What follows belongs to an exercise in optimizing a design on an open flow for small area, a short achievable clock period and few clock cycles per item; a production flow would make more cautious choices. The RTL of this run was laid out without a check of its function.

==> config.mk <==
export PLATFORM = sky130hd
export DESIGN_NAME = nsu_top
export DESIGN_NICKNAME = nsu_top
export VERILOG_FILES = /design/flow/design.v
export SDC_FILE = /design/flow/constraint.sdc
export NUM_CORES = 4
export LEC_CHECK = 0
export CAP_MARGIN = 20
export CORE_MARGIN = 2
export CORE_UTILIZATION = 40
export SLEW_MARGIN = 20
==> constraint.sdc <==
create_clock -name core_clock -period 85.0 [get_ports {clk}]
set_input_delay 17.0000 -clock core_clock [delete_from_list [all_inputs] [get_ports {clk}]]
set_output_delay 17.0000 -clock core_clock [all_outputs]
set_load 0.01 [all_outputs]
==> design.v <==
module nsu_ramp (
    input  wire signed [13:0] x,
    input  wire        [5:0]  bl,
    output wire        [8:0]  w_m,     
    output wire        [8:0]  w_0,     
    output wire        [8:0]  w_p,     
    output wire        [7:0]  q        
);
    wire signed [14:0] c = {x[13], x} - $signed({9'd0, bl});
    wire ge0 = !c[14];                          
    wire gep = !c[14] || (c == -15'sd1);        
    wire gem = !c[14] && (c != 15'sd0);         
    wire xeq = c == 15'sd0;                     
    wire xm1 = x == -14'sd1;
    wire [7:0] b1 = {2'b00, bl};
    wire [7:0] b2 = {1'b0, bl, 1'b0};
    wire [7:0] b3 = b1 + b2;
    reg  [7:0] rem, t, qq;
    reg  [8:0] d1, d2, d3;
    integer i;
    always @(*) begin
        rem = 8'd0;
        for (i = 3; i >= 0; i = i - 1) begin
            t  = (i == 3) ? {1'b0, x[5:0], 1'b1} << 1 : {rem[5:0], 2'b00};
            d1 = {1'b0, t} - {1'b0, b1};
            d2 = {1'b0, t} - {1'b0, b2};
            d3 = {1'b0, t} - {1'b0, b3};
            if (!d3[8])      begin qq[2*i +: 2] = 2'd3; rem = d3[7:0]; end
            else if (!d2[8]) begin qq[2*i +: 2] = 2'd2; rem = d2[7:0]; end
            else if (!d1[8]) begin qq[2*i +: 2] = 2'd1; rem = d1[7:0]; end
            else             begin qq[2*i +: 2] = 2'd0; rem = t;        end
        end
    end
    wire [5:0] r = rem[5:0];
    assign q = qq;
    reg [8:0] k;
    reg [5:0] s;
    always @(*) begin
        case (bl)
            6'd1:  begin k = 9'd256; s = 6'd0;  end
            6'd2:  begin k = 9'd128; s = 6'd0;  end
            6'd3:  begin k = 9'd85;  s = 6'd1;  end
            6'd4:  begin k = 9'd64;  s = 6'd0;  end
            6'd5:  begin k = 9'd51;  s = 6'd1;  end
            6'd6:  begin k = 9'd42;  s = 6'd4;  end
            6'd7:  begin k = 9'd36;  s = 6'd4;  end
            6'd8:  begin k = 9'd32;  s = 6'd0;  end
            6'd9:  begin k = 9'd28;  s = 6'd4;  end
            6'd10: begin k = 9'd25;  s = 6'd6;  end
            6'd11: begin k = 9'd23;  s = 6'd3;  end
            6'd12: begin k = 9'd21;  s = 6'd4;  end
            6'd13: begin k = 9'd19;  s = 6'd9;  end
            6'd14: begin k = 9'd18;  s = 6'd4;  end
            6'd15: begin k = 9'd17;  s = 6'd1;  end
            6'd16: begin k = 9'd16;  s = 6'd0;  end
            6'd17: begin k = 9'd15;  s = 6'd1;  end
            6'd18: begin k = 9'd14;  s = 6'd4;  end
            6'd19: begin k = 9'd13;  s = 6'd9;  end
            6'd20: begin k = 9'd12;  s = 6'd16; end
            6'd21: begin k = 9'd12;  s = 6'd4;  end
            6'd22: begin k = 9'd11;  s = 6'd14; end
            6'd23: begin k = 9'd11;  s = 6'd3;  end
            6'd24: begin k = 9'd10;  s = 6'd16; end
            6'd25: begin k = 9'd10;  s = 6'd6;  end
            6'd26: begin k = 9'd9;   s = 6'd22; end
            6'd27: begin k = 9'd9;   s = 6'd13; end
            6'd28: begin k = 9'd9;   s = 6'd4;  end
            6'd29: begin k = 9'd8;   s = 6'd24; end
            6'd30: begin k = 9'd8;   s = 6'd16; end
            6'd31: begin k = 9'd8;   s = 6'd8;  end
            6'd32: begin k = 9'd8;   s = 6'd0;  end
            6'd33: begin k = 9'd7;   s = 6'd25; end
            6'd34: begin k = 9'd7;   s = 6'd18; end
            6'd35: begin k = 9'd7;   s = 6'd11; end
            6'd36: begin k = 9'd7;   s = 6'd4;  end
            6'd37: begin k = 9'd6;   s = 6'd34; end
            6'd38: begin k = 9'd6;   s = 6'd28; end
            6'd39: begin k = 9'd6;   s = 6'd22; end
            6'd40: begin k = 9'd6;   s = 6'd16; end
            6'd41: begin k = 9'd6;   s = 6'd10; end
            6'd42: begin k = 9'd6;   s = 6'd4;  end
            6'd43: begin k = 9'd5;   s = 6'd41; end
            6'd44: begin k = 9'd5;   s = 6'd36; end
            6'd45: begin k = 9'd5;   s = 6'd31; end
            6'd46: begin k = 9'd5;   s = 6'd26; end
            6'd47: begin k = 9'd5;   s = 6'd21; end
            6'd48: begin k = 9'd5;   s = 6'd16; end
            6'd49: begin k = 9'd5;   s = 6'd11; end
            6'd50: begin k = 9'd5;   s = 6'd6;  end
            6'd51: begin k = 9'd5;   s = 6'd1;  end
            6'd52: begin k = 9'd4;   s = 6'd48; end
            6'd53: begin k = 9'd4;   s = 6'd44; end
            6'd54: begin k = 9'd4;   s = 6'd40; end
            6'd55: begin k = 9'd4;   s = 6'd36; end
            6'd56: begin k = 9'd4;   s = 6'd32; end
            6'd57: begin k = 9'd4;   s = 6'd28; end
            6'd58: begin k = 9'd4;   s = 6'd24; end
            6'd59: begin k = 9'd4;   s = 6'd20; end
            6'd60: begin k = 9'd4;   s = 6'd16; end
            6'd61: begin k = 9'd4;   s = 6'd12; end
            6'd62: begin k = 9'd4;   s = 6'd8;  end
            6'd63: begin k = 9'd4;   s = 6'd4;  end
            default: begin k = 9'd0; s = 6'd0;  end
        endcase
    end
    wire [7:0] f    = k[8:1];                                   
    wire       pow2 = (bl & (bl - 6'd1)) == 6'd0;
    wire [7:0] g    = 8'd0 - f - {7'd0, !pow2};                 
    wire [6:0] rs   = {1'b0, r} + {1'b0, s};
    wire [7:0] up   = q + k[7:0] + {7'd0, rs >= {1'b0, bl}};
    wire [7:0] dn   = q - k[7:0] - {7'd0, r < s};
    assign w_0 = ge0 ? 9'd256 : {1'b0, q};
    assign w_p = gep ? 9'd256 : xm1 ? {1'b0, f} : {1'b0, up};
    assign w_m = gem ? 9'd256 : xeq ? {1'b0, g} : {1'b0, dn};
endmodule
module nsu_ew (
    input  wire       on,
    input  wire [8:0] w_lo,
    input  wire [8:0] w_hi,
    output wire [8:0] ew
);
    assign ew = !on ? 9'd0 : (w_hi < w_lo) ? w_hi : w_lo;
endmodule
module nsu_dens (
    input  wire [11:0] tone,
    input  wire [8:0]  ew,
    input  wire        half,
    output wire [11:0] dens
);
    wire [20:0] p = tone * ew + {12'd0, half, 8'd128};
    assign dens = half ? p[20:9] : p[19:8];
endmodule
module nsu_share (
    input  wire [11:0] dens,
    input  wire [8:0]  w,
    output wire [13:0] share
);
    wire [20:0] p = dens * w + 21'd64;
    assign share = p[20:7];
endmodule
module nsu_top (
    input  wire        clk,
    input  wire        rst,             
    input  wire        in_valid,
    output reg         in_ready,
    input  wire [1:0]  in_pair_mode,
    input  wire [2:0]  in_rows_m1,
    input  wire [11:0] in_npr_m1,
    input  wire [2:0]  in_row,
    input  wire [11:0] in_col,
    input  wire [23:0] in_edge,
    input  wire [23:0] in_noz,
    input  wire [3:0]  in_st_l,
    input  wire [3:0]  in_st_r,
    input  wire [3:0]  in_st_ll,
    input  wire [3:0]  in_st_rr,
    input  wire [3:0]  in_st_tq,
    input  wire [3:0]  in_st_tl,
    input  wire [3:0]  in_st_tr,
    input  wire [2:0]  in_own_q,
    input  wire [2:0]  in_own_l,
    input  wire [2:0]  in_own_r,
    input  wire [2:0]  in_own_ll,
    input  wire [2:0]  in_own_rr,
    input  wire [3:0]  in_ln_par,
    input  wire [3:0]  in_live,
    input  wire [11:0] in_tone_q,
    input  wire [11:0] in_tone_l,
    input  wire [11:0] in_tone_r,
    input  wire [15:0] in_take_w,
    input  wire [83:0] in_thr,
    input  wire [1:0]  in_rung,
    input  wire [23:0] in_rung_map,
    input  wire [2:0]  in_pre,
    output reg         out_valid,
    input  wire        out_ready,
    output wire [2:0]  out_code
);
    localparam [3:0] ST_OK = 4'd0, ST_WEAK = 4'd1, ST_DEAD = 4'd2, ST_TRT = 4'd4;
    reg [1:0]  pm;   reg [2:0] rows_m1; reg [11:0] npr_m1; reg [2:0] row;
    reg [11:0] col;  reg [23:0] edge_w; reg [23:0] noz;
    reg [3:0]  st_l, st_r, st_ll, st_rr, st_tq, st_tl, st_tr;
    reg [2:0]  own_q, own_l, own_r, own_ll, own_rr;
    reg [3:0]  ln_par, live;
    reg [11:0] tone_q, tone_l, tone_r;
    reg [15:0] take_w; reg [83:0] thr0; reg [1:0] rung; reg [23:0] rmap; reg [2:0] pre;
    always @(posedge clk) begin
        pm <= in_pair_mode; rows_m1 <= in_rows_m1; npr_m1 <= in_npr_m1; row <= in_row;
        col <= in_col; edge_w <= in_edge; noz <= in_noz;
        st_l <= in_st_l; st_r <= in_st_r; st_ll <= in_st_ll; st_rr <= in_st_rr;
        st_tq <= in_st_tq; st_tl <= in_st_tl; st_tr <= in_st_tr;
        own_q <= in_own_q; own_l <= in_own_l; own_r <= in_own_r; own_ll <= in_own_ll; own_rr <= in_own_rr;
        ln_par <= in_ln_par; live <= in_live;
        tone_q <= in_tone_q; tone_l <= in_tone_l; tone_r <= in_tone_r;
        take_w <= in_take_w; thr0 <= in_thr; rung <= in_rung; rmap <= in_rung_map; pre <= in_pre;
    end
    wire ex_l  = col != 12'd0;
    wire ex_r  = col < npr_m1;
    wire ex_ll = col > 12'd1;
    wire ex_rr = ({1'b0, col} + 13'd2) <= {1'b0, npr_m1};
    wire has_tw = (pm != 2'd0) && ((row ^ 3'd1) <= rows_m1);
    wire [3:0] st_q = noz[3:0];
    wire acc_q  = st_q  == ST_OK;
    wire acc_l  = st_l  == ST_OK;
    wire acc_r  = st_r  == ST_OK;
    wire acc_ll = st_ll == ST_OK;
    wire acc_rr = st_rr == ST_OK;
    wire own_ql  = (own_q[2] == own_l[2])  && (!own_q[2] || own_q[1:0] == own_l[1:0]);
    wire own_qr  = (own_q[2] == own_r[2])  && (!own_q[2] || own_q[1:0] == own_r[1:0]);
    wire own_lll = (own_l[2] == own_ll[2]) && (!own_l[2] || own_l[1:0] == own_ll[1:0]);
    wire own_rrr = (own_r[2] == own_rr[2]) && (!own_r[2] || own_r[1:0] == own_rr[1:0]);
    wire [5:0] trim_l  = edge_w[23:18];
    wire [5:0] blend_l = edge_w[17:12];
    wire [5:0] trim_h  = edge_w[11:6];
    wire [5:0] blend_h = edge_w[5:0];
    wire signed [13:0] a_q = $signed({2'b00, col}) - $signed({8'd0, trim_l});
    wire signed [13:0] b_q = $signed({2'b00, npr_m1}) - $signed({2'b00, col})
                           - $signed({8'd0, trim_h});
    wire rng_q  = !a_q[13] && !b_q[13];
    wire rng_l  = (a_q >= 14'sd1)  && (b_q >= -14'sd1);
    wire rng_r  = (a_q >= -14'sd1) && (b_q >= 14'sd1);
    wire rng_ll = (a_q >= 14'sd2)  && (b_q >= -14'sd2);
    wire rng_rr = (a_q >= -14'sd2) && (b_q >= 14'sd2);
    wire [8:0] wlo_m, wlo_0, wlo_p, whi_m, whi_0, whi_p;
    wire [7:0] dq_lo, dq_hi;
    nsu_ramp u_ramp_lo (.x(a_q), .bl(blend_l), .w_m(wlo_m), .w_0(wlo_0), .w_p(wlo_p), .q(dq_lo));
    nsu_ramp u_ramp_hi (.x(b_q), .bl(blend_h), .w_m(whi_m), .w_0(whi_0), .w_p(whi_p), .q(dq_hi));
    wire pre_ok_q = rng_q && (wlo_0[8] || dq_lo > 8'd128) && (whi_0[8] || dq_hi[7]);
    wire gives_q = has_tw && (st_tq == ST_DEAD || st_tq == ST_TRT) && acc_q;
    wire gives_l = has_tw && (st_tl == ST_DEAD || st_tl == ST_TRT) && acc_l;
    wire gives_r = has_tw && (st_tr == ST_DEAD || st_tr == ST_TRT) && acc_r;
    wire par_q = (row[0] == ln_par[own_q[1:0]]);
    wire par_l = (row[0] == ln_par[own_l[1:0]]);
    wire par_r = (row[0] == ln_par[own_r[1:0]]);
    wire rwf_q = !has_tw || gives_q || (pm == 2'd1 && !row[0]) || (pm == 2'd3 && par_q);
    wire rwf_l = !has_tw || gives_l || (pm == 2'd1 && !row[0]) || (pm == 2'd3 && par_l);
    wire rwf_r = !has_tw || gives_r || (pm == 2'd1 && !row[0]) || (pm == 2'd3 && par_r);
    wire rwh_q = has_tw && !gives_q && pm == 2'd2;
    wire rwh_l = has_tw && !gives_l && pm == 2'd2;
    wire rwh_r = has_tw && !gives_r && pm == 2'd2;
    wire dead_l = ex_l && st_l == ST_DEAD && (!has_tw || st_tl != ST_OK);
    wire dead_r = ex_r && st_r == ST_DEAD && (!has_tw || st_tr != ST_OK);
    wire elig_q_l  = acc_q  && rng_q  && own_ql;
    wire elig_q_r  = acc_q  && rng_q  && own_qr;
    wire elig_ll_l = ex_ll  && acc_ll && rng_ll && own_lll;
    wire elig_rr_r = ex_rr  && acc_rr && rng_rr && own_rrr;
    wire [7:0] left_w  = take_w[15:8];
    wire [7:0] right_w = take_w[7:0];
    wire [8:0] wsh_l = !(dead_l && elig_q_l) ? 9'd0
                     : {1'b0, right_w} + (elig_ll_l ? 9'd0 : {1'b0, left_w});
    wire [8:0] wsh_r = !(dead_r && elig_q_r) ? 9'd0
                     : {1'b0, left_w} + (elig_rr_r ? 9'd0 : {1'b0, right_w});
    reg [2:0] cmax;
    always @(*) begin
        case (rung)
            2'd0:    cmax = 3'd7;
            2'd1:    cmax = 3'd3;
            default: cmax = 3'd1;
        endcase
    end
    wire pre_twin = !has_tw || gives_q || (pm == 2'd1 && !row[0]) || (pm[1] && par_q);
    wire [2:0] pre_raw  = (pre_ok_q && pre_twin) ? pre : 3'd0;
    wire [2:0] pre_code = (pre_raw > cmax) ? cmax : pre_raw;
    wire fires  = (st_q == ST_OK) || (st_q == ST_WEAK);
    wire gate   = fires && own_q[2] && live[own_q[1:0]];
    reg  [23:0] table1;
    reg  [2:0]  mc;
    integer j;
    always @(*) begin
        table1[2:0] = gate ? pre_code : 3'd0;
        for (j = 1; j < 8; j = j + 1) begin
            mc = (rmap[3*j +: 3] > cmax) ? cmax : rmap[3*j +: 3];
            table1[3*j +: 3] = !gate ? 3'd0 : (mc > pre_code) ? mc : pre_code;
        end
    end
    wire on_q = rng_q && (rwf_q || rwh_q);
    wire on_l = rng_l && (rwf_l || rwh_l) && own_ql;
    wire on_r = rng_r && (rwf_r || rwh_r) && own_qr;
    wire [8:0] ew_q, ew_l, ew_r;
    nsu_ew u_ew_q (.on(on_q), .w_lo(wlo_0), .w_hi(whi_0), .ew(ew_q));
    nsu_ew u_ew_l (.on(on_l), .w_lo(wlo_m), .w_hi(whi_p), .ew(ew_l));
    nsu_ew u_ew_r (.on(on_r), .w_lo(wlo_p), .w_hi(whi_m), .ew(ew_r));
    reg [11:0] a_tone_q, a_tone_l, a_tone_r;
    reg [8:0]  a_ew_q, a_ew_l, a_ew_r;
    reg        a_hq, a_hl, a_hr;
    reg [8:0]  a_wsh_l, a_wsh_r;
    reg [11:0] a_gain; reg [7:0] a_off;
    reg [83:0] a_thr; reg [23:0] a_table;
    always @(posedge clk) begin
        a_tone_q <= tone_q; a_tone_l <= tone_l; a_tone_r <= tone_r;
        a_ew_q <= ew_q; a_ew_l <= ew_l; a_ew_r <= ew_r;
        a_hq <= rwh_q; a_hl <= rwh_l; a_hr <= rwh_r;
        a_wsh_l <= wsh_l; a_wsh_r <= wsh_r;
        a_gain <= noz[23:12]; a_off <= noz[11:4];
        a_thr <= thr0; a_table <= table1;
    end
    wire [11:0] dens_q, dens_l, dens_r;
    nsu_dens u_dens_q (.tone(a_tone_q), .ew(a_ew_q), .half(a_hq), .dens(dens_q));
    nsu_dens u_dens_l (.tone(a_tone_l), .ew(a_ew_l), .half(a_hl), .dens(dens_l));
    nsu_dens u_dens_r (.tone(a_tone_r), .ew(a_ew_r), .half(a_hr), .dens(dens_r));
    wire [13:0] share_l, share_r;
    nsu_share u_share_l (.dens(dens_l), .w(a_wsh_l), .share(share_l));
    nsu_share u_share_r (.dens(dens_r), .w(a_wsh_r), .share(share_r));
    wire [15:0] d_sum = {4'd0, dens_q} + {2'd0, share_l} + {2'd0, share_r};
    wire [11:0] d_cap = (d_sum > 16'd4095) ? 12'd4095 : d_sum[11:0];
    reg [11:0] b_d, b_gain; reg [7:0] b_off; reg [83:0] b_thr; reg [23:0] b_table;
    always @(posedge clk) begin
        b_d <= d_cap; b_gain <= a_gain; b_off <= a_off; b_thr <= a_thr; b_table <= a_table;
    end
    wire [24:0] p_gain = b_d * b_gain + 25'd1024;
    wire signed [15:0] d_corr = $signed({2'b00, p_gain[24:11]}) + ($signed(b_off) * 16'sd4);
    reg  [11:0] d_fin;
    always @(*) begin
        if (b_d == 12'd0)             d_fin = 12'd0;
        else if (d_corr < 0)          d_fin = 12'd0;
        else if (d_corr > 16'sd4095)  d_fin = 12'd4095;
        else                          d_fin = d_corr[11:0];
    end
    integer i;
    reg [2:0] lvl;
    always @(*) begin
        lvl = 3'd0;
        for (i = 0; i < 7; i = i + 1)
            if (d_fin > b_thr[12*i +: 12])
                lvl = lvl + 3'd1;
    end
    wire [2:0] code = b_table[3*lvl +: 3];
    localparam integer QN = 5;
    wire acc  = in_valid && in_ready;
    wire take = out_valid && out_ready;
    reg  v0, va, vb;
    reg  [2:0] cnt;
    reg  [2:0] qcnt;
    reg  [2:0] qe [0:QN-1];
    wire rdy_a  = cnt < QN;                
    wire rdy_ap = cnt < QN - 1;            
    integer m;
    always @(posedge clk) begin
        if (rst) begin
            v0 <= 1'b0; va <= 1'b0; vb <= 1'b0;
            cnt <= 3'd0; in_ready <= 1'b1;
            qcnt <= 3'd0; out_valid <= 1'b0;
        end else begin
            v0 <= acc; va <= v0; vb <= va;
            case ({acc, take})
                2'b10:   begin cnt <= cnt + 3'd1; in_ready <= rdy_ap; end
                2'b01:   begin cnt <= cnt - 3'd1; in_ready <= 1'b1;   end
                default: begin                    in_ready <= rdy_a;  end
            endcase
            case ({vb, take})
                2'b10:   begin qcnt <= qcnt + 3'd1; out_valid <= 1'b1;           end
                2'b01:   begin qcnt <= qcnt - 3'd1; out_valid <= qcnt > 3'd1;    end
                default: begin                      out_valid <= qcnt != 3'd0;   end
            endcase
        end
    end
    always @(posedge clk) begin
        for (m = 0; m < QN; m = m + 1) begin
            if (vb && (take ? qcnt == m + 1 : qcnt == m))
                qe[m] <= code;
            else if (take && m < QN - 1)
                qe[m] <= qe[(m < QN - 1) ? m + 1 : m];
        end
    end
    assign out_code = qe[0];
endmodule
==> run.sh <==
#!/bin/bash
# synth_recipe.tcl (not shown) runs the flow's synth.tcl, then flattens the netlist and writes it again
# the make line also repeats each setting of config.mk as NAME=value (left out here)
make -C /OpenROAD-flow-scripts/flow DESIGN_CONFIG=/design/flow/config.mk WORK_HOME=/design/flow/orfs CLKGATE_MAP_FILE= SYNTH_SCRIPT=/design/flow/synth_recipe.tcl finish
==> notes.md <==
per-stage QoR:
| step | setup slack, ns | cell area, sq um | util | hold WS [ns] |
|---|---|---|---|---|
| floorplan | 66.38 | 57630 | - | 0.3096 |
| global placement | 65.34 | 62530 | 0.4363 | 0.3096 |
| detailed placement | 65.34 | 62530 | 0.4363 | 0.3121 |
| CTS | 66.01 | 65210 | 0.4551 | 0.3115 |
| global route | 64.63 | 65220 | 0.4551 | 0.3266 |
| finish | 65.91 | 65220 | 0.4551 | 0.3134 |
state kept, by name, summed over array words and instances (netlist names), 15 cells and up:
signal and cells:
a_thr 84, b_thr 84, thr0 84, a_table 24
b_table 24, edge_w 24, noz 24, rmap 21
take_w 16, qe 15
synth_stat cells (17+ instances only):
| library cell | instances | area (sq um) |
|---|---|---|
| mux2_2 | 18 | 202.7 |
| o21a_1 | 44 | 330.3 |
| nand2_1 | 669 | 2511 |
| dfxtp_1 | 686 | 13730 |
| mux2i_1 | 34 | 340.3 |
| o21ai_1 | 17 | 85.08 |
| and3_1 | 27 | 168.9 |
| o22ai_1 | 37 | 231.5 |
| a31oi_1 | 34 | 212.7 |
| a21oi_1 | 374 | 1872 |
| clkbuf_1 | 152 | 570.6 |
| fa_1 | 495 | 9910 |
| nand2b_1 | 72 | 450.4 |
| nor2_1 | 345 | 1295 |
| and2_1 | 234 | 1464 |
| o21bai_1 | 61 | 457.9 |
| a211oi_1 | 34 | 255.2 |
| nor2b_1 | 98 | 613.1 |
| o21ai_0 | 209 | 1046 |
| a21o_1 | 120 | 900.9 |
| xnor2_1 | 190 | 1664 |
| nor4_1 | 26 | 162.7 |
| nor3_1 | 98 | 490.5 |
| or3_1 | 27 | 168.9 |
| nand3_1 | 61 | 305.3 |
| nand4_1 | 40 | 250.2 |
| xor2_1 | 95 | 832.1 |
| ha_1 | 820 | 10260 |
| inv_1 | 824 | 3093 |
| or2_2 | 25 | 156.4 |
per-layer routing:
layer | vias to the layer above | global-route usage | wire length, microns
met4 | 0 | 0.07052 | 4691
met3 | 209 | 0.02512 | 5626
met5 | - | 0 | 0
li1 | 21432 | - | -
met2 | 816 | 0.3366 | 69230
met1 | 20951 | 0.2467 | 62730
layout make-up:
type | count | area [sq um]
diodes | 4 | 10.01
clock buffers | 103 | 2230
fillers | 13873 | 78080
flip-flops and latches | 701 | 14180
clock inverters | 35 | 452.9
repair buffers | 336 | 3276
multi-input cells | 4597 | 39540
inverters | 837 | 3154
well taps | 1903 | 2381
logic make-up after synthesis:
| group | count (synthesis) |
|---|---|
| muxes | 64 |
| buffers and inverters | 1022 |
| xor gates and xnor gates | 286 |
| AOI/OAI and AO/OA | 1151 |
| and+or+nand+nor | 1781 |
| DFF | 701 |
| adders and majority gates | 1315 |
final timing paths:
check / startpoint / to / depth (start not counted) / slack (ns)
worst max-delay path: col[1]$_DFF_P_ / a_ew_l[7]$_SDFF_PN0_ / 74 / 65.91
worst min-delay path: thr0[24]$_DFF_P_ / a_thr[24]$_DFF_P_ / 0 / 0.31
worst max register to register: col[1]$_DFF_P_ / a_ew_l[7]$_SDFF_PN0_ / 74 / 65.91
worst min register to register: thr0[24]$_DFF_P_ / a_thr[24]$_DFF_P_ / 0 / 0.31
==> impl_results.md <==
* Status: no timing/DRC/antenna violations
* First-pass detailed-route iteration total at 6
* DR WL/cell at between 15 and 20 microns
* Antenna-violating nets left at 0
* Cells after synthesis at around 6300
* Number of max-cap violations at 0
* Average instance area after synthesis at around 9.1 sq um
* RSZ-0062 raised after global routing: false
* Synth Register Bits at between 700 and 800
* Yosys warns at 3
* Placed cells at ~8400
* Final clock skew at between 0.02 and 0.03 ns
* Crit Path Category: reg2reg
* Post-synthesis compound-gate area fraction at 0.1301
* First-pass GRT wire length at between 200000 and 250000 microns
* Setup repair bufs after CTS at 0
* CTS tree: done
* Post-Synth XOR/XNOR Area at 0.04360
* Port bufs at between 300 and 400
* F_max at approximately 0.052 GHz
* Setup Viol. Count Final at 0
* Final Hold Viols at 0
* Number of top-level pins at approximately 310
* Max FO, Critical Path at 17
* Detailed Place HPWL at around 110000 microns
* Req. time, crit path at 85.57 ns
* Die area at 0.1471 sq mm
* CP top delay family: compound AO/OA/AOI/OAI gates
* Post-Syn Nets at between 7000 and 8000
* Clock Path Buffers at 3
* Crit-path max cell delay at roughly 0.7 ns
* Endpoint type of the worst setup path: flip-flop
* Area Growth Syn to Fin at 13.18%
* H-tree Lvls at 3
* Worst-Skew Late Latency at ~0.69 ns
* Primary FF master, synth: dfxtp_1
* GRT Resource Usage Total at 0.1943
* Post-synth ARST share at 0
* Syn Std Cell Area at 0.05763 sq mm
* Arr. time, crit path at roughly 20 ns
* Clock root cell: clkbuf_16
* Core Rows at between 100 and 150
* Final Max Slew Viols at 0
* Via density at 5.097
* Chip height at approximately 380 microns
* Largest net degree at the start of global routing at 51
* GPL Wtd Cong at 0.8945
* DR iter-0 viols at between 2000 and 2500
* Most common cell after layout, fill and taps aside: inv_1
* Worst min path class: reg2reg
* Adder-cell area share of the yosys netlist at 0.3500
* Netlist cell types at approximately 120
* Hold-fix buffer count after cts at 0
* Layout Nets at 8166
* Total Wirelength at about 140000 microns
* CP Launch Type: flip-flop
* Post-synthesis mux area share at 0.01363
* Slowest-stage cell, CP: a21oi_1
* Post-Synth Simple-Gate Area at 0.1484
* Final Cycle Share at 0.2245
* CTS Buf Count at approximately 80
* Setup TNS at 0 ns
* Vias at ~43000
* # clock sinks at around 700
* Post-synth EDFFs at 15
* Commonest cells after routing, fill and taps aside: inv_1, ha_1, dfxtp_1, nand2_1, fa_1
* Final Non-Filler Cells at 8516
* Layout cell share with drive strength beyond 1 at 0.04343
* Worst-path clk slew at around 0.060 ns
* Post-CTS sizing at 0
* Initial antenna violation count at 7
* Vias in the first global route at 44047
* Core area at between 0.1 and 0.15 sq mm
* Initial Util at 0.4021
* Largest family of logic cells by synthesized area: adder cells
* Remaining DRCs at 0
* GRT overflow at 0
* Buffer and inverter count on the worst path at 4
* Chip Width at between 300 and 400 microns
* Worst slew pin tran at 1.141 ns
* Sequential area share after synthesis at 0.2461
* Max-slew headroom at 0.2343
* Min Tclk post-route at 19.09 ns

## afterwards: timing with drivers on the ports
How much do the figures lean on ideal ports? The routed layout below was timed once more, with nothing changed but the port constraints. Step 1 assumes that a clkbuf_16 drives the clock port and a buf_2 every other input. Step 2 adds t to the input delays and takes it off the output delays; t is the mean of the earliest and latest rising clock arrival at the registers after step 1. Input paths then give back, and output paths get back, about the clock's delay inside the block. a / b / c = ideal ports / drivers / drivers and shift; a / b = the first two.
t (ns): 0.754
setup WS [ns]: 65.914 / 65.914 / 65.279
worst hold slack (ns): 0.313 / 0.313 / 0.313
slew at the worst register clock pin (ns): 0.07 / 0.07
pins driven straight from the clock port: 1
After both steps this run still meets setup and hold. The setup slack of this run moves by 0.000 ns with the drivers and by -0.635 ns with both steps.
